This design comes from an exercise in tuning for small area, a short achievable clock period and few clock cycles per item on the open sky130 flow, not from production work.
At most, simulation tests tie the RTL to the original design; equivalence was not proved.
Only the layout flow was run in run 3; the RTL was not checked for function there.
Power figures rest on the tool's default switching activity, not on a simulated workload.

## flow/config.mk

```make
export PLATFORM = sky130hd
export DESIGN_NAME = lc_encoder
export DESIGN_NICKNAME = lc_encoder
export VERILOG_FILES = /design/flow/design.v
export SDC_FILE = /design/flow/constraint.sdc
export NUM_CORES = 4
export LEC_CHECK = 0
export CAP_MARGIN = 20
export CORE_MARGIN = 2
export CORE_UTILIZATION = 40
export PLACE_DENSITY = 0.6
export SLEW_MARGIN = 20
```

## flow/constraint.sdc

```tcl
create_clock -name core_clock -period 20.0 [get_ports {clk}]
set_input_delay 4.0000 -clock core_clock [delete_from_list [all_inputs] [get_ports {clk}]]
set_output_delay 4.0000 -clock core_clock [all_outputs]
set_load 0.01 [all_outputs]
```

## flow/design.v

```verilog
module lc_encoder (
    input  wire        clk,
    input  wire        rst,
    input  wire        cfg_valid,
    output wire        cfg_ready,
    input  wire [4:0]  cfg_bits,
    input  wire [6:0]  cfg_width,
    input  wire [9:0]  cfg_rows,
    input  wire        in_valid,
    output wire        in_ready,
    input  wire [15:0] in_data,
    output wire        out_valid,
    input  wire        out_ready,
    output wire [31:0] out_data,
    output wire        out_last,
    output wire        res_valid,
    output wire [31:0] res_plen,
    output wire [31:0] res_dcrc
);
    function [15:0] hmask;
        input [3:0] sh;
        hmask = 16'hFFFF << sh;
    endfunction
    function [15:0] mapd;
        input [15:0] d;
        input [15:0] mask;
        mapd = ({d[14:0], 1'b0} ^ {16{d[15]}}) & mask;
    endfunction
    task resid;
        input  [15:0] x, a, b, n, mask;
        input  [3:0]  sh;
        output [15:0] d0, d1, d2, d3;
        reg    [15:0] dn;
        reg    [16:0] t;
        reg           ab, ge_a, ge_b, le_a, le_b;
        begin
            d0   = x - a;
            d1   = x - b;
            dn   = x - a - b + n;
            t    = {x, 1'b0} - {1'b0, a} - {1'b0, b} + (17'd1 << sh);
            d3   = t[16:1] & mask;
            ab   = a < b;
            ge_a = !(n < a);
            ge_b = !(n < b);
            le_a = !(a < n);
            le_b = !(b < n);
            if (ge_a && ge_b)      d2 = ab ? d0 : d1;
            else if (le_a && le_b) d2 = ab ? d1 : d0;
            else                   d2 = dn;
        end
    endtask
    function [31:0] crc16;
        input [31:0] c;
        input [15:0] d;
        integer      i;
        reg   [31:0] t;
        begin
            t = c;
            for (i = 0; i < 16; i = i + 1)
                t = (t >> 1) ^ ((t[0] ^ d[i]) ? 32'h82F63B78 : 32'd0);
            crc16 = t;
        end
    endfunction
    reg        cfg_rdy_r;
    reg        g_active;       
    reg        g_pend;         
    reg [3:0]  g_sh;           
    reg [5:0]  g_wm1;          
    reg [9:0]  g_rm1;          
    reg [5:0]  g_col;          
    reg [9:0]  g_row;
    reg        s0v, s1v;       
    reg [15:0] s0, s1;
    wire stall;
    wire [5:0] g_wlast  = (g_wm1 < 6'd16) ? 6'd16 : g_wm1;    
    reg        g_pad;                        
    reg        g_row0, g_col0;
    wire       g_start  = g_row0 && g_col0;
    wire       g_rowend = (g_col == g_wlast);
    wire       g_blkend = g_rowend && (g_row == g_rm1);
    reg  [1:0] g_bub;
    wire       g_ok     = !g_start || g_bub[1];
    wire adv      = !stall && (!g_active || g_pad || s0v || g_start);
    wire adv_samp = !stall && g_active && !g_pad && s0v && g_ok;
    wire adv_pos  = adv && g_active && (g_pad || (s0v && g_ok));    
    reg [15:0] G  [1:18];
    reg        Gv [1:18];
    reg [15:0] GA;                       
    reg [15:0] H  [1:19];
    reg [15:0] B0;
    reg [15:0] V1  [0:0];
    reg [15:0] V2  [0:1];
    reg [15:0] V4  [0:3];
    reg [15:0] V8  [0:7];
    reg [15:0] V16 [0:15];
    reg [15:0] V15 [0:14];
    wire       g_l0  = (g_wm1 <= 6'd16);
    wire [5:0] g_v   = g_wm1 - 6'd17;
    wire       g_u15 = !g_l0 && (g_v > 6'd31);
    wire [5:0] g_r   = g_u15 ? (g_v - 6'd15) : g_v;
    wire [15:0] t0 = G[17];
    wire [15:0] t1 = g_r[0] ? V1[0]   : t0;
    wire [15:0] t2 = g_r[1] ? V2[1]   : t1;
    wire [15:0] t3 = g_r[2] ? V4[3]   : t2;
    wire [15:0] t4 = g_r[3] ? V8[7]   : t3;
    wire [15:0] t5 = g_r[4] ? V16[15] : t4;
    wire [15:0] t6 = g_u15  ? V15[14] : t5;
    integer i;
    always @(posedge clk) begin
        if (adv) begin
            G[1] <= s0;
            for (i = 2; i <= 18; i = i + 1) G[i] <= G[i-1];
            GA <= G[18];
            V1[0] <= t0;
            V2[0] <= t1; V2[1] <= V2[0];
            V4[0] <= t2; for (i = 1; i < 4;  i = i + 1) V4[i]  <= V4[i-1];
            V8[0] <= t3; for (i = 1; i < 8;  i = i + 1) V8[i]  <= V8[i-1];
            V16[0] <= t4; for (i = 1; i < 16; i = i + 1) V16[i] <= V16[i-1];
            V15[0] <= t5; for (i = 1; i < 15; i = i + 1) V15[i] <= V15[i-1];
            B0 <= g_l0 ? G[16] : t6;
            H[1] <= B0;
            for (i = 2; i <= 19; i = i + 1) H[i] <= H[i-1];
        end
    end
    always @(posedge clk) begin
        if (rst) begin
            for (i = 1; i <= 18; i = i + 1) Gv[i] <= 1'b0;
        end else if (adv) begin
            Gv[1] <= adv_samp;
            for (i = 2; i <= 18; i = i + 1) Gv[i] <= Gv[i-1];
        end
    end
    assign in_ready = !s1v;
    wire   take     = in_valid && !s1v;
    wire [15:0] in_m = in_data & hmask(g_sh);
    always @(posedge clk) begin
        if (rst) begin
            s0v <= 1'b0;
            s1v <= 1'b0;
        end else begin
            if (adv_samp) begin
                if (take) begin
                    s0 <= in_m;
                end else begin
                    s0  <= s1;
                    s0v <= s1v;
                    s1v <= 1'b0;
                end
            end else if (take) begin
                if (!s0v) begin
                    s0  <= in_m;
                    s0v <= 1'b1;
                end else begin
                    s1  <= in_m;
                    s1v <= 1'b1;
                end
            end
        end
    end
    wire [15:0] gmask = hmask(g_sh);
    reg [15:0] ga, gb, gn;
    always @(*) begin
        if (g_row0 && g_col0) begin
            ga = 16'h8000; gb = 16'h8000; gn = 16'h8000;
        end else if (g_row0) begin
            ga = G[1]; gb = G[1]; gn = G[1];
        end else if (g_col0) begin
            ga = B0; gb = B0; gn = B0;
        end else begin
            ga = G[1]; gb = B0; gn = H[1];
        end
    end
    reg [15:0] gd0, gd1, gd2, gd3;
    always @(*) resid(s0, ga, gb, gn, gmask, g_sh, gd0, gd1, gd2, gd3);
    reg [15:0] gm0, gm1, gm2, gm3;
    reg        gmv, gm_first, gm_last;
    always @(posedge clk) begin
        if (adv) begin
            gm0      <= mapd(gd0, gmask);
            gm1      <= mapd(gd1, gmask);
            gm2      <= mapd(gd2, gmask);
            gm3      <= mapd(gd3, gmask);
            gm_first <= (g_col[3:0] == 4'd0);
            gm_last  <= (g_col[3:0] == 4'd15) || (g_col == g_wm1);
        end
    end
    reg [19:0] sum0, sum1, sum2, sum3;
    reg        seg_done;
    always @(posedge clk) begin
        if (adv && gmv) begin
            sum0 <= (gm_first ? 20'd0 : sum0) + {4'd0, gm0};
            sum1 <= (gm_first ? 20'd0 : sum1) + {4'd0, gm1};
            sum2 <= (gm_first ? 20'd0 : sum2) + {4'd0, gm2};
            sum3 <= (gm_first ? 20'd0 : sum3) + {4'd0, gm3};
        end
    end
    wire l10 = sum1 < sum0;
    wire l20 = sum2 < sum0;
    wire l30 = sum3 < sum0;
    wire l21 = sum2 < sum1;
    wire l31 = sum3 < sum1;
    wire l32 = sum3 < sum2;
    wire [1:0] sel_c = (l30 && l31 && l32)   ? 2'd3 :
                       (l20 && l21 && !l32)  ? 2'd2 :
                       (l10 && !l21 && !l31) ? 2'd1 : 2'd0;
    reg [1:0] sq0, sq1, sq2;
    reg       sqv0, sqv1, sqv2;
    reg        c_busy;
    reg [3:0]  c_sh;
    reg [5:0]  c_wm1;
    reg [9:0]  c_rm1;
    reg [5:0]  c_col;
    reg [9:0]  c_row;
    wire c_proc    = adv && Gv[18];
    reg  c_row0, c_col0;
    wire c_hdr     = (c_col[3:0] == 4'd0);
    wire c_seglast = (c_col[3:0] == 4'd15) || (c_col == c_wm1);
    wire c_blklast = (c_col == c_wm1) && (c_row == c_rm1);
    wire cfg_fire = cfg_valid && cfg_rdy_r;
    assign cfg_ready = cfg_rdy_r;
    wire g_active_n = cfg_fire ? 1'b1 : (adv_pos && g_blkend) ? 1'b0 : g_active;
    wire g_pend_n   = cfg_fire ? 1'b1 : (c_proc && !c_busy) ? 1'b0 : g_pend;
    wire sq_push = seg_done;
    wire sq_pop  = c_proc && c_seglast;
    always @(posedge clk) begin
        if (rst) begin
            cfg_rdy_r <= 1'b1;
            g_active  <= 1'b0;
            g_pend    <= 1'b0;
            g_col     <= 6'd0;
            g_row     <= 10'd0;
            g_pad     <= 1'b0;
            g_row0    <= 1'b1;
            g_col0    <= 1'b1;
            c_row0    <= 1'b1;
            c_col0    <= 1'b1;
            gmv       <= 1'b0;
            g_bub     <= 2'd2;
            seg_done  <= 1'b0;
            sqv0      <= 1'b0;
            sqv1      <= 1'b0;
            sqv2      <= 1'b0;
            c_busy    <= 1'b0;
            c_col     <= 6'd0;
            c_row     <= 10'd0;
        end else begin
            g_active  <= g_active_n;
            g_pend    <= g_pend_n;
            cfg_rdy_r <= !g_active_n && !g_pend_n;
            if (cfg_fire) begin
                g_sh  <= 5'd16 - cfg_bits;
                g_wm1 <= cfg_width - 7'd1;
                g_rm1 <= cfg_rows - 10'd1;
            end
            if (adv_pos) begin
                g_col0 <= g_rowend;
                g_pad  <= !g_rowend && (g_col >= g_wm1);
                if (g_rowend) begin
                    g_col  <= 6'd0;
                    g_row  <= g_blkend ? 10'd0 : g_row + 10'd1;
                    g_row0 <= g_blkend;
                end else begin
                    g_col <= g_col + 6'd1;
                end
            end
            if (adv) begin
                gmv   <= adv_samp;
                g_bub <= adv_samp ? 2'd0 : (g_bub[1] ? g_bub : g_bub + 2'd1);
            end
            seg_done <= adv && gmv && gm_last;
            if (sq_pop) begin
                sq0  <= sqv1 ? sq1 : sel_c;
                sq1  <= sqv2 ? sq2 : sel_c;
                sq2  <= sel_c;
                sqv0 <= sqv1 || sq_push;
                sqv1 <= sqv2 || (sqv1 && sq_push);
                sqv2 <= sqv2 && sq_push;
            end else if (sq_push) begin
                if (!sqv0)      sq0 <= sel_c;
                else if (!sqv1) sq1 <= sel_c;
                else            sq2 <= sel_c;
                sqv0 <= 1'b1;
                sqv1 <= sqv0;
                sqv2 <= sqv1;
            end
            if (!c_busy) begin
                c_sh  <= g_sh;
                c_wm1 <= g_wm1;
                c_rm1 <= g_rm1;
            end
            if (c_proc) begin
                c_col0 <= (c_col == c_wm1);
                if (c_col == c_wm1) begin
                    c_col <= 6'd0;
                    c_row0 <= (c_row == c_rm1);
                    if (c_row == c_rm1) begin
                        c_row  <= 10'd0;
                        c_busy <= 1'b0;
                    end else begin
                        c_row  <= c_row + 10'd1;
                        c_busy <= 1'b1;
                    end
                end else begin
                    c_col  <= c_col + 6'd1;
                    c_busy <= 1'b1;
                end
            end
        end
    end
    wire [15:0] cmask = hmask(c_sh);
    reg  [15:0] ca, cb, cn;
    always @(*) begin
        if (c_row0 && c_col0) begin
            ca = 16'h8000; cb = 16'h8000; cn = 16'h8000;
        end else if (c_row0) begin
            ca = GA; cb = GA; cn = GA;
        end else if (c_col0) begin
            ca = H[18]; cb = H[18]; cn = H[18];
        end else begin
            ca = GA; cb = H[18]; cn = H[19];
        end
    end
    reg [15:0] cd0, cd1, cd2, cd3, cd;
    always @(*) begin
        resid(G[18], ca, cb, cn, cmask, c_sh, cd0, cd1, cd2, cd3);
        case (sq0)
            2'd0: cd = cd0;
            2'd1: cd = cd1;
            2'd2: cd = cd2;
            default: cd = cd3;
        endcase
    end
    wire [15:0] cm = mapd(cd, cmask);
    reg        c1_v, c1_hdr, c1_first, c1_last;
    reg [1:0]  c1_sel;
    reg [15:0] c1_m;
    reg [3:0]  c1_sh;
    always @(posedge clk) begin
        if (rst) begin
            c1_v <= 1'b0;
        end else if (adv) begin
            c1_v <= Gv[18];
        end
    end
    always @(posedge clk) begin
        if (adv) begin
            c1_m     <= cm;
            c1_hdr   <= c_hdr;
            c1_sel   <= sq0;
            c1_first <= !c_busy;
            c1_last  <= c_blklast;
            c1_sh    <= c_sh;
        end
    end
    reg [22:0] a_st;
    reg [5:0]  n_st;
    reg [31:0] crc;
    wire [23:0] a_hi_or;      
    wire [23:0] a_lo_or;      
    assign a_hi_or[23] = 1'b0;
    assign a_lo_or[0]  = 1'b0;
    genvar gi;
    generate
        for (gi = 0; gi < 23; gi = gi + 1) begin : g_or
            assign a_hi_or[gi]   = a_hi_or[gi+1] | a_st[gi];
            assign a_lo_or[gi+1] = a_lo_or[gi]   | a_st[gi];
        end
    endgenerate
    reg [14:0] lt;
    integer    j;
    always @(*) begin
        for (j = 0; j < 15; j = j + 1)
            lt[j] = a_hi_or[j+6] || ({a_st[j+:6], a_lo_or[j]} > {n_st, 1'b0}) || (j < c1_sh);
    end
    wire [3:0] kk;
    assign kk[3] = lt[7];
    assign kk[2] = (lt[3] & ~lt[7]) | lt[11];
    assign kk[1] = (lt[1] & ~lt[3]) | (lt[5] & ~lt[7]) | (lt[9] & ~lt[11]) | lt[13];
    assign kk[0] = (lt[0] & ~lt[1]) | (lt[2] & ~lt[3]) | (lt[4] & ~lt[5]) | (lt[6] & ~lt[7])
                 | (lt[8] & ~lt[9]) | (lt[10] & ~lt[11]) | (lt[12] & ~lt[13]) | lt[14];
    wire [15:0] q1   = c1_m >> kk;
    wire        esc1 = (q1 >= 16'd24);
    wire [15:0] sfx1 = esc1 ? c1_m : (c1_m << (5'd16 - {1'b0, kk}));
    wire [4:0]  ls1  = esc1 ? (5'd16 - {1'b0, c1_sh}) : ({1'b0, kk} - {1'b0, c1_sh});
    wire [4:0]  no1  = esc1 ? 5'd24 : q1[4:0];
    wire [22:0] a_sum  = a_st + {7'd0, c1_m};
    wire [22:0] a_half = {1'b0, a_sum[22:1]} & ({23{1'b1}} << c1_sh);
    always @(posedge clk) begin
        if (rst) begin
            a_st <= 23'd1024;
            n_st <= 6'd1;
        end else if (adv && c1_v) begin
            if (c1_last) begin
                a_st <= 23'd1024;
                n_st <= 6'd1;
            end else if (n_st == 6'd63) begin
                a_st <= a_half;
                n_st <= 6'd32;
            end else begin
                a_st <= a_sum;
                n_st <= n_st + 6'd1;
            end
        end
    end
    always @(posedge clk) begin
        if (adv && c1_v)
            crc <= crc16(c1_first ? 32'hFFFF_FFFF : crc, GA >> c1_sh);
    end
    reg        c2_v, c2_hdr, c2_first, c2_last, c2_esc;
    reg [1:0]  c2_sel;
    reg [15:0] c2_sfx;
    reg [4:0]  c2_ls, c2_no;
    always @(posedge clk) begin
        if (rst) begin
            c2_v <= 1'b0;
        end else if (adv) begin
            c2_v <= c1_v;
        end
    end
    always @(posedge clk) begin
        if (adv) begin
            c2_hdr   <= c1_hdr;
            c2_sel   <= c1_sel;
            c2_first <= c1_first;
            c2_last  <= c1_last;
            c2_esc   <= esc1;
            c2_sfx   <= sfx1;
            c2_ls    <= ls1;
            c2_no    <= no1;
        end
    end
    wire [1:0]  h2   = c2_hdr ? 2'd2 : 2'd0;
    wire [5:0]  lp2  = {4'd0, h2} + {1'b0, c2_no} + {5'd0, !c2_esc};
    wire [5:0]  cl2  = lp2 + {1'b0, c2_ls};
    wire [5:0]  oe2  = {4'd0, h2} + {1'b0, c2_no};
    wire [41:0] ones2 = ~({42{1'b1}} >> oe2) & ({42{1'b1}} >> h2);
    wire [41:0] hb2   = c2_hdr ? {c2_sel, 40'd0} : 42'd0;
    wire [41:0] sf2   = {c2_sfx, 26'd0} >> lp2;
    wire [41:0] code2 = hb2 | ones2 | sf2;
    reg        c3_v, c3_first, c3_last;
    reg [41:0] c3_code;
    reg [5:0]  c3_len;
    always @(posedge clk) begin
        if (rst) begin
            c3_v <= 1'b0;
        end else if (adv) begin
            c3_v <= c2_v;
        end
    end
    always @(posedge clk) begin
        if (adv) begin
            c3_code  <= code2;
            c3_len   <= cl2;
            c3_first <= c2_first;
            c3_last  <= c2_last;
        end
    end
    reg [4:0]  pos;
    reg [31:0] cur;
    reg        par;            
    reg [21:0] tp;             
    reg        t_flush, t_pad;
    reg        res_v;
    wire [72:0] win  = {cur, 41'd0} | ({c3_code, 31'd0} >> pos);
    wire [6:0]  pend = {2'd0, pos} + {1'b0, c3_len};
    wire [1:0]  nw   = pend[6:5];
    wire [31:0] wd0  = win[72:41];
    wire [31:0] wd1  = win[40:9];
    reg [32:0] oq0, oq1, oq2;
    reg        oqv0, oqv1, oqv2;
    wire tail  = t_flush || t_pad;
    assign stall = c3_v && (tail || oqv1);
    wire tail_go = tail && !oqv2;
    wire c3_go = adv && c3_v;
    wire last_flush = (pend[4:0] != 5'd0);
    wire last_pad   = par ^ nw[0] ^ last_flush;
    wire last_now   = c3_last && !last_flush && !last_pad;
    reg  [1:0]  np;
    reg  [32:0] pw0, pw1;
    always @(*) begin
        np  = 2'd0;
        pw0 = {1'b0, wd0};
        pw1 = {last_now, wd1};
        if (c3_go) begin
            np  = nw;
            pw0 = {last_now && (nw == 2'd1), wd0};
        end else if (tail_go) begin
            np  = 2'd1;
            pw0 = t_flush ? {!t_pad, cur} : {1'b1, 32'd0};
        end
    end
    always @(posedge clk) begin
        if (rst) begin
            pos     <= 5'd0;
            cur     <= 32'd0;
            par     <= 1'b0;
            t_flush <= 1'b0;
            t_pad   <= 1'b0;
            res_v   <= 1'b0;
        end else begin
            res_v <= c3_go && c3_last;
            if (c3_go) begin
                tp <= (c3_first ? 22'd7 : tp) + {16'd0, c3_len};
                case (nw)
                    2'd0: cur <= wd0;
                    2'd1: cur <= wd1;
                    default: cur <= {win[8:0], 23'd0};
                endcase
                if (c3_last) begin
                    pos     <= 5'd0;
                    par     <= 1'b0;
                    t_flush <= last_flush;
                    t_pad   <= last_pad;
                end else begin
                    pos <= pend[4:0];
                    par <= par ^ nw[0];
                end
            end else if (tail_go) begin
                if (t_flush) begin
                    t_flush <= 1'b0;
                    cur     <= 32'd0;
                end else begin
                    t_pad <= 1'b0;
                end
            end
        end
    end
    wire        pop = oqv0 && out_ready;
    wire [32:0] r0  = pop ? oq1 : oq0;
    wire [32:0] r1  = pop ? oq2 : oq1;
    wire        rv0 = pop ? oqv1 : oqv0;
    wire        rv1 = pop ? oqv2 : oqv1;
    wire        rv2 = pop ? 1'b0 : oqv2;
    always @(posedge clk) begin
        if (rst) begin
            oqv0 <= 1'b0;
            oqv1 <= 1'b0;
            oqv2 <= 1'b0;
        end else begin
            oqv0 <= rv0 || (np != 2'd0);
            oqv1 <= rv1 || (rv0 && np != 2'd0) || (np == 2'd2);
            oqv2 <= rv2 || (rv1 && np != 2'd0) || (rv0 && np == 2'd2);
        end
        oq0 <= rv0 ? r0 : pw0;
        oq1 <= rv1 ? r1 : (rv0 ? pw0 : pw1);
        oq2 <= rv2 ? oq2 : (rv1 ? pw0 : pw1);
    end
    assign out_valid = oqv0;
    assign out_data  = oq0[31:0];
    assign out_last  = oq0[32];
    assign res_valid = res_v;
    assign res_plen  = {13'd0, tp[21:3]};
    assign res_dcrc  = ~crc;
endmodule
```

## flow/run.sh

```bash
#!/bin/bash
# synth_recipe.tcl (not shown) runs the flow's synth.tcl, then flattens the netlist and writes it again
# the make line also repeats each setting of config.mk as NAME=value (left out here)
make -C /OpenROAD-flow-scripts/flow DESIGN_CONFIG=/design/flow/config.mk WORK_HOME=/design/flow/orfs CLKGATE_MAP_FILE= SYNTH_SCRIPT=/design/flow/synth_recipe.tcl finish
```

==> results_dict.tcl, run 1 <==
set metrics [dict create \
    worst_clock_skew_ns 0.08946 \
    grtUsageTotal_pct 17.90 \
    startpoint_of_the_worst_register_to_register_path "g_col0" \
    drt.antenna.violating_nets 0 \
    maxCapViolCount 0 \
    synth-seq-area-share_pct 58.96 \
    dieArea_mm2 0.2489 \
    post_cts.repair.setup_buffers 0 \
    final-max-slew-violation-count 0 \
    grt_pass1_wl_mm 348.2 \
    holdCritPathClass "reg2reg" \
    clk_latency_ns 0.84 \
    min_period_over_period_pct 39.81 \
    timing.critical_path.from "g_col0" \
    synth_flop_cell "sky130_fd_sc_hd__edfxtp_1" \
    endpoints_failing_hold 0 \
    initial_antenna_violation_count 12 \
    floorplan.io_pins 144 \
    cts_max_level 4 \
    syn_area_per_cell_um2 12.62 \
    synthCells 7762 \
    critPathMaxFanout 36 \
    avgViaCountPerCell 5.270 \
    critical_path.startpoint_type "register" \
    timing.reg2reg.worst_path_depth 27 \
    globalRouteOverflowTotal 0 \
    largest_net_degree_at_the_start_of_global_routing 203 \
    period_needed_ns 7.961 \
    yosysWarningCount 10 \
    timing.critical_path.arrival_ns 8.55 \
    worstHoldEndpoint "G[10][2]" \
    async_reset_ff_share_pct 0 \
    critical_path_class "reg2reg" \
    run_status "timing/DRC/antenna clean" \
    drt-total-wl_mm 226.3 \
    worst_ep_required_time_ns 20.59 \
    synthDistinctLibCells 100 \
    grt_pass1_vias 58348 \
    mostFrequentLayoutCell "sky130_fd_sc_hd__edfxtp_1" \
    power.leakage_nw 43.32 \
    fin_total_pwr_mw 19.20 \
    timing_worst_slew_pin_value_ns 1.130 \
    rows 181 \
    cts-root-buf "sky130_fd_sc_hd__clkbuf_16" \
    rsz0062_at_grt "no" \
    power.density_mw_per_mm2 174.8 \
    gp_congestion 0.9136 \
    synth-edff-count 1828 \
    post_cts_resized 0 \
    area_delta_synth_final_pct 12.15 \
    die_width_um 498.9 \
    post-dp-hpwl_mm 160.2 \
    drt_drc_violations_left 0 \
    drtPass1Iterations 6 \
    vias 59536 \
    report.final.setup_viol 0 \
    io_buffers 128 \
    clk_buf_depth 3 \
    hp-start "G[9][2]" \
    ff_latch_count_synth 1971 \
    number_of_sinks_on_the_clock_net 1971 \
    maxClockFrequency_mhz 125.6 \
    finalNetCount 8672 \
    rr_endpoint "gm2[6]" \
    route.detailed.wl_per_inst_um 20.03 \
    layout.cells.most_common_list "sky130_fd_sc_hd__edfxtp_1, sky130_fd_sc_hd__nand2_1, sky130_fd_sc_hd__nor2_1, sky130_fd_sc_hd__ha_1, sky130_fd_sc_hd__a21oi_1" \
    starting_density_of_the_core_pct 40.24 \
    die_y_um 498.9 \
    path_clk_slew_ns 0.06 \
    hold_path_depth 0 \
    reg2reg_slack_ns 12.04 \
    drtIter0Drc 5035 \
    cts_tree "yes" \
    critical_path.endpoint_type "register" \
    placeable_core_area_mm2 0.2435 \
    setup_tns_ns 0 \
    vdd.ir_drop.worst_v 0.0003103 \
    combined_area_of_all_synthesized_cells_mm2 0.09797 \
    slew_headroom_pct 24.65 \
    cts_hold_repair.buffers 0 \
    final_layout_size_suffix_gt1_share_pct 8.515 \
    cts_made_buffers 201 \
]
## synth_stat cells, drive strengths merged, types with 34 or more instances
master / count / share of area [%]
nor2b: 120 / 0.77
o21bai: 35 / 0.27
inv: 398 / 1.5
nor3: 108 / 0.56
nand2b: 64 / 0.41
mux2: 121 / 1.4
or2: 38 / 0.24
nand3: 101 / 0.52
mux2i: 215 / 2.2
or3: 36 / 0.24
nor2: 644 / 2.5
clkbuf: 207 / 0.79
o22ai: 48 / 0.31
buf: 88 / 0.53
nand2: 641 / 2.5
xnor2: 326 / 3.0
nand4: 47 / 0.30
ha: 606 / 7.7
fa: 103 / 2.1
o21ai: 392 / 2.0
a211oi: 48 / 0.38
dfxtp: 143 / 2.9
a21boi: 43 / 0.33
xor2: 191 / 1.8
a21o: 139 / 1.1
edfxtp: 1828 / 56
a31oi: 40 / 0.26
o211ai: 36 / 0.28
o21a: 145 / 1.1
mux4: 34 / 0.78
a21oi: 418 / 2.1
## registers in the layout, indices dropped and copies added (netlist names), 42 cells and up
name,flops
H,304
G,272
V16,256
V15,240
V8,128
V4,64
c3_code,42
## how the worst max path moves through the flow
stage              to  slack (ns)
3_5_place_dp   gm2[6]       12.05
4_1_cts        gm2[6]       12.08
3_3_place_gp   gm2[6]       12.09
5_1_grt        gm2[6]       11.34
2_1_floorplan   B0[0]        7.02
6_report       gm2[6]       12.04
## critical path, stage by stage (launching register included)
cell	delay, ns
sky130_fd_sc_hd__dfxtp_1	0.30
sky130_fd_sc_hd__buf_4	0.34
sky130_fd_sc_hd__inv_1	0.44
sky130_fd_sc_hd__a21boi_0	0.76
sky130_fd_sc_hd__ha_1	0.28
sky130_fd_sc_hd__o21ai_0	0.13
sky130_fd_sc_hd__a21boi_0	0.26
sky130_fd_sc_hd__o21ai_0	0.13
sky130_fd_sc_hd__a21boi_0	0.43
sky130_fd_sc_hd__o21ai_0	0.14
sky130_fd_sc_hd__nand2b_1	0.10
sky130_fd_sc_hd__xor2_1	0.41
sky130_fd_sc_hd__fa_1	0.51
sky130_fd_sc_hd__ha_1	0.38
sky130_fd_sc_hd__a21o_1	0.19
sky130_fd_sc_hd__a21oi_1	0.18
sky130_fd_sc_hd__o22a_1	0.15
sky130_fd_sc_hd__o31ai_1	0.13
sky130_fd_sc_hd__o311a_1	0.35
sky130_fd_sc_hd__o21a_1	0.19
sky130_fd_sc_hd__o21ai_0	0.29
sky130_fd_sc_hd__mux2i_1	0.12
sky130_fd_sc_hd__or4_1	0.46
sky130_fd_sc_hd__a22o_1	0.24
sky130_fd_sc_hd__a221oi_2	0.25
sky130_fd_sc_hd__buf_4	0.32
sky130_fd_sc_hd__xor2_1	0.17
sky130_fd_sc_hd__nor2_1	0.05
## layout make-up
| type | instances | area [um2] |
|---|---|---|
| Antenna cell | 4 | 10.01 |
| Clock buffer | 257 | 5404 |
| Clock inverter | 118 | 1405 |
| Fill cell | 21675 | 133600 |
| Inverter | 400 | 1510 |
| Multi-Input combinational cell | 5108 | 37610 |
| Sequential cell | 1971 | 57760 |
| Tap cell | 3202 | 4006 |
| Timing Repair Buffer | 238 | 2168 |
## kinds of logic (layout without fill, tap and decap cells)
family | Yosys count | after routing | share of synthesized area [%]
other | 1 | 17 | 0.003828
adders and majority gates | 709 | 709 | 9.845
AOI/OAI and AO/OA | 1563 | 1563 | 10.15
xor gates and xnor gates | 519 | 519 | 4.899
buffers and inverters | 695 | 1013 | 2.858
and+or+nand+nor | 1934 | 1934 | 8.915
DFF | 1971 | 1971 | 58.96
muxes | 370 | 370 | 4.373
## power by group
part           switching [mW]  internal, mW
Sequential              0.691          7.03
Clock                    1.63          2.19
Combinational            4.35          3.32
Total                    6.67          12.5
## metal layers
metal  global-route usage (%)  vias to the layer above  part of all wire [%]
li1                         -                    28705                     -
met1                    24.77                    29074                    45
met2                    29.24                     1407                    47
met3                    2.328                      350                   4.5
met4                    5.625                        0                   3.0
met5                        0                        -                     0
## per-stage QoR
step | worst slack (ns) | utilization (%) | std cells | hold slack (ns) | instance area [um2]
after floorplan | 7.017 | - | 7774 | 0.4003 | 98010
after global placement | 12.09 | 42.30 | 10918 | 0.4003 | 103000
after detailed placement | 12.05 | 42.30 | 10918 | 0.4045 | 103000
after CTS | 12.08 | 45.10 | 11293 | 0.3939 | 109800
after global routing | 11.34 | 45.13 | 11296 | 0.4091 | 109900
final | 12.04 | 45.13 | 11298 | 0.3951 | 109900
Testbench counts, summed over its fixed seeds: cycles 150,532, items 150,014.
==> run 2: changes to the inputs <==
--- a/flow/design.v
+++ b/flow/design.v
@@ -28,15 +28,8 @@
     endfunction
-    task resid;
-        input  [15:0] x, a, b, n, mask;
-        input  [3:0]  sh;
-        output [15:0] d0, d1, d2, d3;
-        reg    [15:0] dn;
-        reg    [16:0] t;
-        reg           ab, ge_a, ge_b, le_a, le_b;
+    function [15:0] pmed;
+        input [15:0] a;
+        input [15:0] b;
+        input [15:0] n;
+        reg          ab, ge_a, ge_b, le_a, le_b;
         begin
-            d0   = x - a;
-            d1   = x - b;
-            dn   = x - a - b + n;
-            t    = {x, 1'b0} - {1'b0, a} - {1'b0, b} + (17'd1 << sh);
-            d3   = t[16:1] & mask;
             ab   = a < b;
@@ -46,7 +39,17 @@
             le_b = !(b < n);
-            if (ge_a && ge_b)      d2 = ab ? d0 : d1;
-            else if (le_a && le_b) d2 = ab ? d1 : d0;
-            else                   d2 = dn;
+            if (ge_a && ge_b)      pmed = ab ? a : b;
+            else if (le_a && le_b) pmed = ab ? b : a;
+            else                   pmed = a + b - n;
         end
-    endtask
+    endfunction
+    function [15:0] pavg;
+        input [15:0] a;
+        input [15:0] b;
+        input [15:0] mask;
+        reg   [16:0] s;
+        begin
+            s    = {1'b0, a} + {1'b0, b};
+            pavg = s[16:1] & mask;
+        end
+    endfunction
     function [31:0] crc16;
@@ -71,2 +74,7 @@
     reg [9:0]  g_row;
+    reg        g_pad;          
+    reg        g_row0, g_col0;
+    reg        g_rowend;       
+    reg        g_lastrow;      
+    reg  [1:0] g_bub;          
     reg        s0v, s1v;       
@@ -75,12 +83,12 @@
     wire [5:0] g_wlast  = (g_wm1 < 6'd16) ? 6'd16 : g_wm1;    
-    reg        g_pad;                        
-    reg        g_row0, g_col0;
     wire       g_start  = g_row0 && g_col0;
-    wire       g_rowend = (g_col == g_wlast);
-    wire       g_blkend = g_rowend && (g_row == g_rm1);
-    reg  [1:0] g_bub;
+    wire       g_blkend = g_rowend && g_lastrow;
     wire       g_ok     = !g_start || g_bub[1];
     wire adv      = !stall && (!g_active || g_pad || s0v || g_start);
-    wire adv_samp = !stall && g_active && !g_pad && s0v && g_ok;
-    wire adv_pos  = adv && g_active && (g_pad || (s0v && g_ok));    
+    wire g_take   = g_active && !g_pad && s0v && g_ok;
+    wire g_posn   = g_active && (g_pad || (s0v && g_ok));     
+    wire adv_samp = adv && g_take;
+    wire adv_pos  = adv && g_posn;
+    wire n_col0 = g_posn ? g_rowend : g_col0;
+    wire n_row0 = g_posn ? (g_rowend ? g_blkend : g_row0) : g_row0;
     reg [15:0] G  [1:18];
@@ -88,4 +96,4 @@
     reg [15:0] GA;                       
-    reg [15:0] H  [1:19];
-    reg [15:0] B0;
+    reg [15:0] H  [1:18];
+    reg [15:0] B0, B1;
     reg [15:0] V1  [0:0];
@@ -95,7 +103,9 @@
     reg [15:0] V16 [0:15];
-    reg [15:0] V15 [0:14];
-    wire       g_l0  = (g_wm1 <= 6'd16);
-    wire [5:0] g_v   = g_wm1 - 6'd17;
-    wire       g_u15 = !g_l0 && (g_v > 6'd31);
-    wire [5:0] g_r   = g_u15 ? (g_v - 6'd15) : g_v;
+    reg [15:0] V14 [0:13];
+    wire       g_w17 = (g_wm1 <= 6'd16);
+    wire       g_w18 = (g_wm1 == 6'd17);
+    wire       g_w19 = (g_wm1 == 6'd18);
+    wire [5:0] g_v   = g_wm1 - 6'd18;
+    wire       g_u14 = (g_v > 6'd31) && (g_wm1 > 6'd18);
+    wire [5:0] g_r   = g_u14 ? (g_v - 6'd14) : g_v;
     wire [15:0] t0 = G[17];
@@ -106,3 +116,3 @@
     wire [15:0] t5 = g_r[4] ? V16[15] : t4;
-    wire [15:0] t6 = g_u15  ? V15[14] : t5;
+    wire [15:0] t6 = g_u14  ? V14[13] : t5;
     integer i;
@@ -118,6 +128,7 @@
             V16[0] <= t4; for (i = 1; i < 16; i = i + 1) V16[i] <= V16[i-1];
-            V15[0] <= t5; for (i = 1; i < 15; i = i + 1) V15[i] <= V15[i-1];
-            B0 <= g_l0 ? G[16] : t6;
+            V14[0] <= t5; for (i = 1; i < 14; i = i + 1) V14[i] <= V14[i-1];
+            B1 <= g_w17 ? G[15] : g_w18 ? G[16] : g_w19 ? G[17] : t6;
+            B0 <= B1;
             H[1] <= B0;
-            for (i = 2; i <= 19; i = i + 1) H[i] <= H[i-1];
+            for (i = 2; i <= 18; i = i + 1) H[i] <= H[i-1];
         end
@@ -128,3 +139,3 @@
         end else if (adv) begin
-            Gv[1] <= adv_samp;
+            Gv[1] <= g_take;
             for (i = 2; i <= 18; i = i + 1) Gv[i] <= Gv[i-1];
@@ -160,16 +171,33 @@
     wire [15:0] gmask = hmask(g_sh);
-    reg [15:0] ga, gb, gn;
+    reg [15:0] pa, pb, pn;
+    always @(*) begin
+        if (n_row0 && n_col0) begin
+            pa = 16'h8000; pb = 16'h8000; pn = 16'h8000;
+        end else if (n_row0) begin
+            pa = s0; pb = s0; pn = s0;
+        end else if (n_col0) begin
+            pa = B1; pb = B1; pn = B1;
+        end else begin
+            pa = s0; pb = B1; pn = B0;
+        end
+    end
+    reg [15:0] gp_med, gp_avg;
+    always @(posedge clk) begin
+        if (adv) begin
+            gp_med <= pmed(pa, pb, pn);
+            gp_avg <= pavg(pa, pb, gmask);
+        end
+    end
+    reg [15:0] ga, gb;
     always @(*) begin
         if (g_row0 && g_col0) begin
-            ga = 16'h8000; gb = 16'h8000; gn = 16'h8000;
+            ga = 16'h8000; gb = 16'h8000;
         end else if (g_row0) begin
-            ga = G[1]; gb = G[1]; gn = G[1];
+            ga = G[1]; gb = G[1];
         end else if (g_col0) begin
-            ga = B0; gb = B0; gn = B0;
+            ga = B0; gb = B0;
         end else begin
-            ga = G[1]; gb = B0; gn = H[1];
+            ga = G[1]; gb = B0;
         end
     end
-    reg [15:0] gd0, gd1, gd2, gd3;
-    always @(*) resid(s0, ga, gb, gn, gmask, g_sh, gd0, gd1, gd2, gd3);
     reg [15:0] gm0, gm1, gm2, gm3;
@@ -178,6 +206,6 @@
         if (adv) begin
-            gm0      <= mapd(gd0, gmask);
-            gm1      <= mapd(gd1, gmask);
-            gm2      <= mapd(gd2, gmask);
-            gm3      <= mapd(gd3, gmask);
+            gm0      <= mapd(s0 - ga, gmask);
+            gm1      <= mapd(s0 - gb, gmask);
+            gm2      <= mapd(s0 - gp_med, gmask);
+            gm3      <= mapd(s0 - gp_avg, gmask);
             gm_first <= (g_col[3:0] == 4'd0);
@@ -213,4 +241,4 @@
     reg [9:0]  c_row;
-    wire c_proc    = adv && Gv[18];
-    reg  c_row0, c_col0;
+    reg        c_row0, c_col0;
+    wire c_proc    = adv && Gv[17];
     wire c_hdr     = (c_col[3:0] == 4'd0);
@@ -224,2 +252,8 @@
     wire sq_pop  = c_proc && c_seglast;
+    wire [1:0] e0  = sqv0 ? sq0 : sel_c;
+    wire [1:0] e1  = sqv1 ? sq1 : sel_c;
+    wire [1:0] e2  = sqv2 ? sq2 : sel_c;
+    wire       e0v = sqv0 || sq_push;
+    wire       e1v = sqv1 || (sqv0 && sq_push);
+    wire       e2v = sqv2 || (sqv1 && sq_push);
     always @(posedge clk) begin
@@ -234,6 +268,5 @@
             g_col0    <= 1'b1;
-            c_row0    <= 1'b1;
-            c_col0    <= 1'b1;
-            gmv       <= 1'b0;
+            g_rowend  <= 1'b0;
             g_bub     <= 2'd2;
+            gmv       <= 1'b0;
             seg_done  <= 1'b0;
@@ -245,2 +278,4 @@
             c_row     <= 10'd0;
+            c_row0    <= 1'b1;
+            c_col0    <= 1'b1;
         end else begin
@@ -250,13 +285,16 @@
             if (cfg_fire) begin
-                g_sh  <= 5'd16 - cfg_bits;
-                g_wm1 <= cfg_width - 7'd1;
-                g_rm1 <= cfg_rows - 10'd1;
+                g_sh      <= 5'd16 - cfg_bits;
+                g_wm1     <= cfg_width - 7'd1;
+                g_rm1     <= cfg_rows - 10'd1;
+                g_lastrow <= (cfg_rows == 10'd1);
             end
             if (adv_pos) begin
-                g_col0 <= g_rowend;
-                g_pad  <= !g_rowend && (g_col >= g_wm1);
+                g_col0   <= g_rowend;
+                g_pad    <= !g_rowend && (g_col >= g_wm1);
+                g_rowend <= !g_rowend && (g_col == g_wlast - 6'd1);
                 if (g_rowend) begin
-                    g_col  <= 6'd0;
-                    g_row  <= g_blkend ? 10'd0 : g_row + 10'd1;
-                    g_row0 <= g_blkend;
+                    g_col     <= 6'd0;
+                    g_row     <= g_blkend ? 10'd0 : g_row + 10'd1;
+                    g_row0    <= g_blkend;
+                    g_lastrow <= g_blkend ? (g_rm1 == 10'd0) : (g_row == g_rm1 - 10'd1);
                 end else begin
@@ -266,4 +304,4 @@
             if (adv) begin
-                gmv   <= adv_samp;
-                g_bub <= adv_samp ? 2'd0 : (g_bub[1] ? g_bub : g_bub + 2'd1);
+                gmv   <= g_take;
+                g_bub <= g_take ? 2'd0 : (g_bub[1] ? g_bub : g_bub + 2'd1);
             end
@@ -271,15 +309,7 @@
             if (sq_pop) begin
-                sq0  <= sqv1 ? sq1 : sel_c;
-                sq1  <= sqv2 ? sq2 : sel_c;
-                sq2  <= sel_c;
-                sqv0 <= sqv1 || sq_push;
-                sqv1 <= sqv2 || (sqv1 && sq_push);
-                sqv2 <= sqv2 && sq_push;
-            end else if (sq_push) begin
-                if (!sqv0)      sq0 <= sel_c;
-                else if (!sqv1) sq1 <= sel_c;
-                else            sq2 <= sel_c;
-                sqv0 <= 1'b1;
-                sqv1 <= sqv0;
-                sqv2 <= sqv1;
+                sq0 <= e1; sq1 <= e2; sq2 <= sel_c;
+                sqv0 <= e1v; sqv1 <= e2v; sqv2 <= 1'b0;
+            end else begin
+                sq0 <= e0; sq1 <= e1; sq2 <= e2;
+                sqv0 <= e0v; sqv1 <= e1v; sqv2 <= e2v;
             end
@@ -293,3 +323,3 @@
                 if (c_col == c_wm1) begin
-                    c_col <= 6'd0;
+                    c_col  <= 6'd0;
                     c_row0 <= (c_row == c_rm1);
@@ -315,20 +345,33 @@
         end else if (c_row0) begin
-            ca = GA; cb = GA; cn = GA;
+            ca = G[18]; cb = G[18]; cn = G[18];
         end else if (c_col0) begin
-            ca = H[18]; cb = H[18]; cn = H[18];
+            ca = H[17]; cb = H[17]; cn = H[17];
         end else begin
-            ca = GA; cb = H[18]; cn = H[19];
+            ca = G[18]; cb = H[17]; cn = H[18];
         end
     end
-    reg [15:0] cd0, cd1, cd2, cd3, cd;
+    wire [1:0] c_sel = sqv0 ? sq0 : sel_c;
+    reg [15:0] cpred;
     always @(*) begin
-        resid(G[18], ca, cb, cn, cmask, c_sh, cd0, cd1, cd2, cd3);
-        case (sq0)
-            2'd0: cd = cd0;
-            2'd1: cd = cd1;
-            2'd2: cd = cd2;
-            default: cd = cd3;
+        case (c_sel)
+            2'd0: cpred = ca;
+            2'd1: cpred = cb;
+            2'd2: cpred = pmed(ca, cb, cn);
+            default: cpred = pavg(ca, cb, cmask);
         endcase
     end
-    wire [15:0] cm = mapd(cd, cmask);
+    reg        c0_hdr, c0_first, c0_last;
+    reg [1:0]  c0_sel;
+    reg [15:0] c0_p;
+    reg [3:0]  c0_sh;
+    always @(posedge clk) begin
+        if (adv) begin
+            c0_p     <= cpred;
+            c0_hdr   <= c_hdr;
+            c0_sel   <= c_sel;
+            c0_first <= !c_busy;
+            c0_last  <= c_blklast;
+            c0_sh    <= c_sh;
+        end
+    end
     reg        c1_v, c1_hdr, c1_first, c1_last;
@@ -346,8 +389,8 @@
         if (adv) begin
-            c1_m     <= cm;
-            c1_hdr   <= c_hdr;
-            c1_sel   <= sq0;
-            c1_first <= !c_busy;
-            c1_last  <= c_blklast;
-            c1_sh    <= c_sh;
+            c1_m     <= mapd(G[18] - c0_p, hmask(c0_sh));
+            c1_hdr   <= c0_hdr;
+            c1_sel   <= c0_sel;
+            c1_first <= c0_first;
+            c1_last  <= c0_last;
+            c1_sh    <= c0_sh;
         end
==> run 2 against run 1 <==
Compared with the run above: still clean on timing, DRC and antenna; count of clock-buffer cells in the layout down 15; die area up 1.2%; global-route usage increased by 0.34 points; synthesized area increased by 1.2%; sequential power shrank 6.0%; clock power grew 1%; worst setup slack gained 0.71 ns; register-to-register slack better by 0.71 ns; utilization is essentially flat; routed wire length increased by 2.7%; flip-flop and latch count grew 43; largest cell class unchanged; highest routed layer is now met5.
==> results_dict.tcl, run 2 <==
set metrics [dict create \
    netlist_top_cells_count "sky130_fd_sc_hd__edfxtp_1, sky130_fd_sc_hd__nor2_1, sky130_fd_sc_hd__nand2_1, sky130_fd_sc_hd__ha_1, sky130_fd_sc_hd__inv_1" \
    rows 182 \
    number_of_sinks_on_the_clock_net 2014 \
    area_delta_synth_final_pct 12.05 \
    cts_made_buffers 205 \
    post-synth-top-count-cell "sky130_fd_sc_hd__edfxtp_1" \
    layout.cells.most_common_list "sky130_fd_sc_hd__edfxtp_1, sky130_fd_sc_hd__nand2_1, sky130_fd_sc_hd__nor2_1, sky130_fd_sc_hd__ha_1, sky130_fd_sc_hd__inv_1" \
    drt-total-wl_mm 232.4 \
    final-instance-count-excl-fill 11563 \
    finalNetCount 8728 \
    placedInstanceArea_mm2 0.1042 \
    critical_path_class "reg2reg" \
    reg2reg_slack_ns 12.75 \
    grt_pass1_wl_mm 358.3 \
    ff_latch_count_synth 2014 \
    worst_ep_required_time_ns 20.56 \
    synth_top_area_share_pct 56.63 \
    critical_path.startpoint_type "register" \
    synth-edff-count 1870 \
    timing.reg2reg.worst_path_depth 22 \
    drt.antenna.violating_nets 0 \
    min_period_over_period_pct 36.25 \
    worstHoldEndpoint "V8[7][3]" \
    syn_area_per_cell_um2 12.52 \
    hp-start "V8[6][3]" \
    synth-seq-area-share_pct 59.53 \
    post_cts.repair.setup_buffers 0 \
    vias 61210 \
    route.detailed.wl_per_inst_um 20.10 \
    placeable_core_area_mm2 0.2462 \
    fill_cells 22154 \
    cts_hold_repair.buffers 0 \
    timing_worst_slew_pin_value_ns 1.103 \
    floorplan.io_pins 144 \
    report.final.setup_viol 0 \
    timing.critical_path.arrival_ns 7.81 \
    path_clk_slew_ns 0.06 \
    drt_drc_violations_left 0 \
    async_reset_ff_share_pct 0 \
    combined_area_of_all_synthesized_cells_mm2 0.09917 \
    yosysWarningCount 10 \
    final_layout_size_suffix_gt1_share_pct 8.829 \
    critical_path.endpoint_type "register" \
    vdd.ir_drop.worst_v 0.0002243 \
    drtPass1Iterations 8 \
    holdCritPathClass "reg2reg" \
    setup_tns_ns 0 \
    starting_density_of_the_core_pct 40.28 \
    grtUsageTotal_pct 18.25 \
    die_y_um 501.9 \
    post-dp-hpwl_mm 163.8 \
    rsz0062_at_grt "no" \
    hold_path_depth 0 \
    drtIter0Drc 5228 \
    startpoint_of_the_worst_register_to_register_path "g_col0" \
    area_contributors_post_synth "sky130_fd_sc_hd__edfxtp_1, sky130_fd_sc_hd__ha_1, sky130_fd_sc_hd__xnor2_1" \
    clk_latency_ns 0.87 \
    final-max-slew-violation-count 0 \
    dieArea_mm2 0.2519 \
    power.density_mw_per_mm2 142.4 \
    post_cts_resized 0 \
    maxClockFrequency_mhz 137.9 \
    endpoints_failing_hold 0 \
    rr_endpoint "gp_med[15]" \
    largest_registers "G (288), H (288), V16 (256)" \
    gp_congestion 0.9104 \
    synth_flop_cell "sky130_fd_sc_hd__edfxtp_1" \
    run_status "timing/DRC/antenna clean" \
    worst_clock_skew_ns 0.06872 \
    initial_antenna_violation_count 9 \
    cts_tree "yes" \
    clk_buf_depth 3 \
    mostFrequentLayoutCell "sky130_fd_sc_hd__edfxtp_1" \
    synthDistinctLibCells 108 \
    avgViaCountPerCell 5.294 \
    largest_net_degree_at_the_start_of_global_routing 96 \
    synthCells 7919 \
    grt_pass1_vias 60290 \
    io_buffers 128 \
    yosys.area.top_type "sky130_fd_sc_hd__edfxtp_1" \
    stdcell_area_mm2 0.1111 \
    cts_max_level 4 \
    critPathMaxFanout 21 \
    maxCapViolCount 0 \
    globalRouteOverflowTotal 0 \
    period_needed_ns 7.250 \
    cts-root-buf "sky130_fd_sc_hd__clkbuf_16" \
    hold-worst-slack_ns 0.3683 \
    dp_cells 11169 \
    power.leakage_nw 43.95 \
    slew_headroom_pct 25.04 \
    die_width_um 501.9 \
]
==> run 2: how the worst max path moves through the flow <==
stage / start / end / slack, ns / depth (start not counted)
after floorplan: g_row0 / B0[0] / 6.67 / 7
after global placement: g_col0 / gp_med[9] / 13.10 / 22
after detailed placement: g_col0 / gp_med[9] / 13.03 / 22
after CTS: g_col0 / gp_med[9] / 12.90 / 22
after global routing: g_col0 / gp_med[14] / 12.34 / 22
final: g_col0 / gp_med[15] / 12.75 / 22
==> run 2: worst max-delay path, stage by stage (launching register included) <==
cell                        delay, ns
sky130_fd_sc_hd__dfxtp_1         0.91
sky130_fd_sc_hd__nand3b_1        0.19
sky130_fd_sc_hd__a21o_1          0.26
sky130_fd_sc_hd__and3_1          0.21
sky130_fd_sc_hd__mux2_2          0.63
sky130_fd_sc_hd__nor2_2          0.04
sky130_fd_sc_hd__buf_4           0.24
sky130_fd_sc_hd__a22oi_1         0.27
sky130_fd_sc_hd__inv_1           0.19
sky130_fd_sc_hd__ha_1            0.34
sky130_fd_sc_hd__nor2b_1         0.14
sky130_fd_sc_hd__o21a_1          0.16
sky130_fd_sc_hd__o21a_1          0.18
sky130_fd_sc_hd__o21a_1          0.17
sky130_fd_sc_hd__o21a_1          0.16
sky130_fd_sc_hd__o21a_1          0.16
sky130_fd_sc_hd__o21ai_0         0.23
sky130_fd_sc_hd__a211oi_1        0.13
sky130_fd_sc_hd__a2111oi_0       0.77
sky130_fd_sc_hd__a211oi_1        0.20
sky130_fd_sc_hd__mux2i_2         0.89
sky130_fd_sc_hd__o22ai_1         0.23
sky130_fd_sc_hd__a21o_1          0.22
==> run 2: cells by family after synthesis <==
group	synth area share (%)
flops	59.53
simple gates	9.004
compound gates	10.47
buf+inv	3.225
fa+ha+maj	8.171
xor+xnor	4.870
mux	4.720
other cells	0.003782
==> run 2: stage by stage <==
stage | power, mW | setup slack [ns] | util (%)
6_report | 15.82 | 12.75 | 45.14
5_1_grt | 16.70 | 12.34 | 45.13
4_1_cts | 15.99 | 12.90 | 45.11
3_5_place_dp | 12.06 | 13.03 | 42.31
3_3_place_gp | 11.98 | 13.10 | 42.31
2_1_floorplan | 10.63 | 6.674 | -
==> run 2: power by group <==
part	switching [mW]	total, mW	leakage (nW)	internal, mW
registers	0.630	7.26	21.1	6.63
logic	2.67	4.70	19.5	2.03
clock network	1.70	3.86	3.33	2.16
==> run 2: final cells by class <==
class | instances | area (um2) | area share [%]
Inverter | 483 | 1824 | 1.642
Multi-Input combinational cell | 5133 | 37140 | 33.42
Clock buffer | 242 | 5349 | 4.814
Sequential cell | 2014 | 59040 | 53.13
Tap cell | 3312 | 4144 | 3.730
Clock inverter | 146 | 1538 | 1.384
Antenna cell | 5 | 12.51 | 0.01126
Timing Repair Buffer | 228 | 2068 | 1.861
==> run 2: per-layer routing <==
metal	up-vias	share of wire, %	track usage (%)
li1	29354	-	-
met1	30048	44	24.35
met2	1413	48	30.62
met3	393	4.3	2.299
met4	2	3.5	6.298
met5	-	0.0056	0
Testbench counts of run 2, summed over its fixed seeds: cycles 150,532, items 150,014.
==> run 3: changes to the inputs <==
--- a/flow/design.v
+++ b/flow/design.v
@@ -97,9 +97,7 @@
     reg [15:0] H  [1:18];
+    reg        Hv [1:18];
     reg [15:0] B0, B1;
-    reg [15:0] V1  [0:0];
-    reg [15:0] V2  [0:1];
-    reg [15:0] V4  [0:3];
-    reg [15:0] V8  [0:7];
-    reg [15:0] V16 [0:15];
-    reg [15:0] V14 [0:13];
+    reg        B0v, B1v;
+    reg [15:0] V  [0:44];
+    reg        Vv [0:44];
     wire       g_w17 = (g_wm1 <= 6'd16);
@@ -111,25 +109,38 @@
     wire [15:0] t0 = G[17];
-    wire [15:0] t1 = g_r[0] ? V1[0]   : t0;
-    wire [15:0] t2 = g_r[1] ? V2[1]   : t1;
-    wire [15:0] t3 = g_r[2] ? V4[3]   : t2;
-    wire [15:0] t4 = g_r[3] ? V8[7]   : t3;
-    wire [15:0] t5 = g_r[4] ? V16[15] : t4;
-    wire [15:0] t6 = g_u14  ? V14[13] : t5;
+    wire        u0 = Gv[17];
+    wire [15:0] t1 = g_r[0] ? V[0]  : t0;   wire u1 = g_r[0] ? Vv[0]  : u0;
+    wire [15:0] t2 = g_r[1] ? V[2]  : t1;   wire u2 = g_r[1] ? Vv[2]  : u1;
+    wire [15:0] t3 = g_r[2] ? V[6]  : t2;   wire u3 = g_r[2] ? Vv[6]  : u2;
+    wire [15:0] t4 = g_r[3] ? V[14] : t3;   wire u4 = g_r[3] ? Vv[14] : u3;
+    wire [15:0] t5 = g_r[4] ? V[30] : t4;   wire u5 = g_r[4] ? Vv[30] : u4;
+    wire [15:0] t6 = g_u14  ? V[44] : t5;   wire u6 = g_u14  ? Vv[44] : u5;
+    reg  [15:0] vin  [0:44];
+    reg         vinv [0:44];
     integer i;
-    always @(posedge clk) begin
-        if (adv) begin
-            G[1] <= s0;
-            for (i = 2; i <= 18; i = i + 1) G[i] <= G[i-1];
-            GA <= G[18];
-            V1[0] <= t0;
-            V2[0] <= t1; V2[1] <= V2[0];
-            V4[0] <= t2; for (i = 1; i < 4;  i = i + 1) V4[i]  <= V4[i-1];
-            V8[0] <= t3; for (i = 1; i < 8;  i = i + 1) V8[i]  <= V8[i-1];
-            V16[0] <= t4; for (i = 1; i < 16; i = i + 1) V16[i] <= V16[i-1];
-            V14[0] <= t5; for (i = 1; i < 14; i = i + 1) V14[i] <= V14[i-1];
-            B1 <= g_w17 ? G[15] : g_w18 ? G[16] : g_w19 ? G[17] : t6;
-            B0 <= B1;
-            H[1] <= B0;
-            for (i = 2; i <= 18; i = i + 1) H[i] <= H[i-1];
-        end
+    always @(*) begin
+        for (i = 1; i < 45; i = i + 1) begin
+            vin[i]  = V[i-1];
+            vinv[i] = Vv[i-1];
+        end
+        vin[0]  = t0; vinv[0]  = u0;
+        vin[1]  = t1; vinv[1]  = u1;
+        vin[3]  = t2; vinv[3]  = u2;
+        vin[7]  = t3; vinv[7]  = u3;
+        vin[15] = t4; vinv[15] = u4;
+        vin[31] = t5; vinv[31] = u5;
+    end
+    wire [15:0] b1in  = g_w17 ? G[15]  : g_w18 ? G[16]  : g_w19 ? G[17]  : t6;
+    wire        b1inv = g_w17 ? Gv[15] : g_w18 ? Gv[16] : g_w19 ? Gv[17] : u6;
+    always @(posedge clk) begin
+        if (adv && g_take) G[1] <= s0;
+        for (i = 2; i <= 18; i = i + 1)
+            if (adv && Gv[i-1]) G[i] <= G[i-1];
+        if (adv && Gv[18]) GA <= G[18];
+        for (i = 0; i < 45; i = i + 1)
+            if (adv && vinv[i]) V[i] <= vin[i];
+        if (adv && b1inv) B1 <= b1in;
+        if (adv && B1v)    B0 <= B1;
+        if (adv && B0v)    H[1] <= B0;
+        for (i = 2; i <= 18; i = i + 1)
+            if (adv && Hv[i-1]) H[i] <= H[i-1];
     end
@@ -138,2 +149,6 @@
             for (i = 1; i <= 18; i = i + 1) Gv[i] <= 1'b0;
+            for (i = 0; i < 45; i = i + 1)  Vv[i] <= 1'b0;
+            for (i = 1; i <= 18; i = i + 1) Hv[i] <= 1'b0;
+            B1v <= 1'b0;
+            B0v <= 1'b0;
         end else if (adv) begin
@@ -141,2 +156,7 @@
             for (i = 2; i <= 18; i = i + 1) Gv[i] <= Gv[i-1];
+            for (i = 0; i < 45; i = i + 1)  Vv[i] <= vinv[i];
+            B1v  <= b1inv;
+            B0v  <= B1v;
+            Hv[1] <= B0v;
+            for (i = 2; i <= 18; i = i + 1) Hv[i] <= Hv[i-1];
         end
@@ -205,3 +225,3 @@
     always @(posedge clk) begin
-        if (adv) begin
+        if (adv_samp) begin
             gm0      <= mapd(s0 - ga, gmask);
@@ -367,3 +387,3 @@
     always @(posedge clk) begin
-        if (adv) begin
+        if (c_proc) begin
             c0_p     <= cpred;
@@ -388,3 +408,3 @@
     always @(posedge clk) begin
-        if (adv) begin
+        if (adv && Gv[18]) begin
             c1_m     <= mapd(G[18] - c0_p, hmask(c0_sh));
@@ -463,3 +483,3 @@
     always @(posedge clk) begin
-        if (adv) begin
+        if (adv && c1_v) begin
             c2_hdr   <= c1_hdr;
@@ -493,3 +513,3 @@
     always @(posedge clk) begin
-        if (adv) begin
+        if (adv && c2_v) begin
             c3_code  <= code2;
==> flow/flow/run.sh (new file) <==
#!/bin/bash
# The standard layout, with timing repair aiming at a shorter period than the
# clock's: repair_timing keeps working until paths have this much setup slack.
set -euo pipefail
bash standard.sh SETUP_SLACK_MARGIN=13.5 finish > flow_make.log 2>&1
==> flow/standard.sh (new file) <==
#!/bin/bash
# synth_recipe.tcl (not shown) runs the flow's synth.tcl, then flattens the netlist and writes it again
# the make line also repeats each setting of config.mk as NAME=value (left out here)
make -C /OpenROAD-flow-scripts/flow DESIGN_CONFIG=/design/flow/config.mk WORK_HOME=/design/flow/orfs CLKGATE_MAP_FILE= SYNTH_SCRIPT=/design/flow/synth_recipe.tcl "${@:-finish}"
removed: flow/run.sh
==> run 3 against run 2 <==
Compared with the run above: critical path depth shrank 1; count of clock-buffer cells in the layout increased by 26; final cell count up 4.7%; synthesized cell count rose by 6.1%; global-route usage rose by 0.37 points; utilization grew 0.095 points; design area up 3.3%; flip-flop and latch count is 63 higher; sequential share of layout area shrank 0.59 points; via count increased by 4.6%; first-iteration DRC count down 7.4%; critical path type unchanged; largest cell class unchanged; highest routed layer is now met4.
==> results_dict.tcl, run 3 <==
set metrics [dict create \
    ff_latch_count_synth 2077 \
    startpoint_of_the_worst_register_to_register_path "n_st[0]" \
    power.density_mw_per_mm2 86.83 \
    area_contributors_post_synth "sky130_fd_sc_hd__edfxtp_1, sky130_fd_sc_hd__ha_1, sky130_fd_sc_hd__dfxtp_1" \
    globalRouteOverflowTotal 0 \
    maxClockFrequency_mhz 163.8 \
    placeable_core_area_mm2 0.2537 \
    async_reset_ff_share_pct 0 \
    hold-worst-slack_ns 0.3272 \
    cts_made_buffers 210 \
    drt_drc_violations_left 0 \
    netlist_top_cells_count "sky130_fd_sc_hd__edfxtp_1, sky130_fd_sc_hd__nand2_1, sky130_fd_sc_hd__nor2_1, sky130_fd_sc_hd__inv_1, sky130_fd_sc_hd__ha_1" \
    synth_top_area_share_pct 55.08 \
    yosys.area.top_type "sky130_fd_sc_hd__edfxtp_1" \
    cts-root-buf "sky130_fd_sc_hd__clkbuf_16" \
    die_y_um 508.8 \
    share_seq_of_total_power_pct 49.0 \
    setup_tns_ns 0 \
    clk_buf_depth 3 \
    synth_top_family_by_area "compound AO/OA/AOI/OAI gates" \
    worst_ep_required_time_ns 20.58 \
    drt.antenna.violating_nets 0 \
    power.net_switching_mw 2.374 \
    gp_congestion 0.9205 \
    report.final.setup_viol 0 \
    area_share_of_xor_xnor_cells_in_the_synthesized_design_pct 4.621 \
    run_status "timing/DRC/antenna clean" \
    timing.critical_path.arrival_ns 6.68 \
    max_reg_flops 704 \
    layout.cells.most_common_list "sky130_fd_sc_hd__edfxtp_1, sky130_fd_sc_hd__nand2_1, sky130_fd_sc_hd__nor2_1, sky130_fd_sc_hd__inv_1, sky130_fd_sc_hd__ha_1" \
    reg2reg_slack_ns 13.89 \
    rsz0062_at_grt "no" \
    largest_net_degree_at_the_start_of_global_routing 86 \
    synthCells 8401 \
    path_clk_slew_ns 0.06 \
    area_delta_synth_final_pct 12.56 \
    synth_fa_ha_area_share_pct 7.862 \
    die_width_um 508.8 \
    cp-endpoint "c2_ls[4]" \
    critPathMaxFanout 25 \
    path_delay_family "compound AO/OA/AOI/OAI gates" \
    max_flop_register "V" \
    starting_density_of_the_core_pct 40.19 \
    min_period_over_period_pct 30.53 \
    number_of_sinks_on_the_clock_net 2077 \
    dieArea_mm2 0.2589 \
    clk_latency_ns 0.87 \
    synth-edff-count 1870 \
    io_buffers 128 \
    holdCritPathClass "reg2reg" \
    mostFrequentLayoutCell "sky130_fd_sc_hd__edfxtp_1" \
    post-synth-top-count-cell "sky130_fd_sc_hd__edfxtp_1" \
    grtUsageTotal_pct 18.61 \
    syn_area_per_cell_um2 12.14 \
    synth.mux.area_fraction_pct 4.421 \
    worstSetupPathDepth 21 \
    synth_flop_cell "sky130_fd_sc_hd__edfxtp_1" \
    cells_traversed_along_the_worst_timing_path "ha_1 -> nor2b_1 -> o21ai_0 -> a21oi_1 -> o21a_1 -> o21ai_0 -> and2_1 -> a211oi_4 -> and2_4 -> or4_1 -> a311o_1 -> a31oi_1 -> o211ai_2 -> buf_4 -> or2_1 -> ha_1 -> inv_1 -> fa_1 -> a21o_1 -> a21oi_1 -> xor2_1" \
    cts_max_level 4 \
    dp_cells 11675 \
    crit_slowest_cell "sky130_fd_sc_hd__dfxtp_1" \
    worst_clock_skew_ns 0.09590 \
    cts_hold_repair.buffers 0 \
    slew_headroom_pct 27.58 \
    critical_path_class "reg2reg" \
    period_needed_ns 6.106 \
    rows 185 \
    final_util_pct 45.23 \
    pwr-share-clk_pct 41.2 \
    floorplan.io_pins 144 \
    synth_compound_gate_area_share_pct 10.89 \
    critical_path.startpoint_type "register" \
    maxCapViolCount 0 \
    synth-simple-area-share_pct 9.363 \
    timing_worst_slew_pin_value_ns 1.075 \
    power.switching_fraction_pct 23.83 \
    combined_area_of_all_synthesized_cells_mm2 0.1019 \
    share_comb_of_total_power_pct 9.7 \
    drtIter0Drc 4843 \
    cts_tree "yes" \
    placedInstanceArea_mm2 0.1070 \
    path_buf_inv 2 \
    power.leakage_nw 43.26 \
    vias 64009 \
    initial_antenna_violation_count 5 \
    stdcell_area_mm2 0.1148 \
    fin_total_pwr_mw 9.964 \
    critical_path.endpoint_type "register" \
    yosysWarningCount 9 \
    p_int_mw 7.590 \
    route.detailed.wl_per_inst_um 20.13 \
    synth-seq-area-share_pct 59.15 \
    endpoints_failing_hold 0 \
    avgViaCountPerCell 5.290 \
    fill_cells 23073 \
    hold_path_depth 0 \
    final-max-slew-violation-count 0 \
    timing.critical_path.from "n_st[0]" \
    grt_pass1_vias 62717 \
    finalNetCount 9202 \
    final_layout_size_suffix_gt1_share_pct 8.681 \
    synthDistinctLibCells 101 \
    largest_registers "V (704), G (288), H (288)" \
    critical-path-max-stage-delay_ns 0.93 \
    setup_ws_ns 13.89 \
    drtPass1Iterations 7 \
    timing.reg2reg.worst_path_depth 21 \
    grt_pass1_wl_mm 373.9 \
    final-instance-count-excl-fill 12101 \
    post-dp-hpwl_mm 177.9 \
    vdd.ir_drop.worst_v 0.00008216 \
    place_ws_ns 13.10 \
    rr_endpoint "c2_ls[4]" \
    drt-total-wl_mm 243.6 \
]
==> run 3: power by group through the flow <==
stage | combinational [mW] | clock (mW) | sequential (mW)
2_1_floorplan | 0.679 | 0 | 4.94
3_3_place_gp | 0.939 | 0 | 4.98
3_5_place_dp | 0.960 | 0 | 4.98
4_1_cts | 0.969 | 4.21 | 4.89
5_1_grt | 1.08 | 4.38 | 4.89
6_report | 0.971 | 4.11 | 4.88
==> run 3: routing by layer <==
metal | track usage [%] | vias to the layer above | part of all wire [%]
met3 | 2.287 | 353 | 4.2
met4 | 5.605 | 0 | 2.8
met2 | 32.19 | 1468 | 49
met5 | 0 | - | 0
met1 | 24.35 | 31348 | 44
li1 | - | 30840 | -
==> run 3: timing repair <==
item / 4_1_cts / 5_1_grt
setup endpoints to repair: 23 / 21
pin swaps: 1 / 2
buffers inserted: 0 / 22
gates resized for setup: 4 / 20
gates cloned: 1 / 0
==> run 3: cell families (layout without fill, tap and decap cells) <==
family | after synthesis | count (layout)
compound gates | 1785 | 1785
fa+ha+maj | 613 | 613
simple gates | 2098 | 2099
other cells | 1 | 16
mux | 372 | 372
buf+inv | 956 | 1274
flops | 2077 | 2077
xor+xnor | 499 | 499
==> run 3: cell type report <==
cell class / instances / area [um2] / share of cell area, %
clock buffers: 268 / 5633 / 4.909
multi-input cells: 5381 / 38200 / 33.28
flip-flops and latches: 2077 / 60300 / 52.55
clock inverters: 130 / 1745 / 1.521
diodes: 3 / 7.507 / 0.006542
repair buffers: 250 / 2282 / 1.989
inverters: 626 / 2377 / 2.072
well taps: 3366 / 4212 / 3.670
==> run 3: worst min-delay path by stage <==
stage / startpoint / to / slack [ns]
after floorplan: G[9][0] / G[10][0] / 0.40
after global placement: V[21][11] / V[22][11] / 0.40
after detailed placement: G[9][8] / G[10][8] / 0.40
after CTS: V[39][6] / V[40][6] / 0.32
after global routing: V[39][2] / V[40][2] / 0.32
final: V[39][6] / V[40][6] / 0.33

## separate check: timing with driven ports
Ports are ideal in the flow. The routed layouts listed here were re-timed in OpenROAD. Step 1 (the two cells are an assumption about what drives the block):
set clk [get_ports {clk}]
set_driving_cell -lib_cell sky130_fd_sc_hd__clkbuf_16 $clk
set_driving_cell -lib_cell sky130_fd_sc_hd__buf_2 [delete_from_list [all_inputs] $clk]
Step 2 also shifts input and output timing later by t, the mid clock arrival at the registers, as if the neighbouring blocks saw the same clock. Slacks: ideal / step 1 / step 2; pairs: ideal / step 1.
run | shift t [ns] | setup slack, ns | worst setup path after step 2 | worst data-port slew with drivers (ns)
run 1 | 0.903 | 12.039 / 12.039 / 12.039 | register to register | 0.30
run 2 | 0.931 | 12.750 / 12.750 / 12.750 | register to register | 0.05
run 3 | 0.918 | 13.894 / 13.894 / 13.593 | input to register | 0.06
After both steps every run listed still meets setup and hold. For run 3, which loses most, drivers alone change the setup slack by 0.000 ns; drivers and shift together by -0.301 ns.
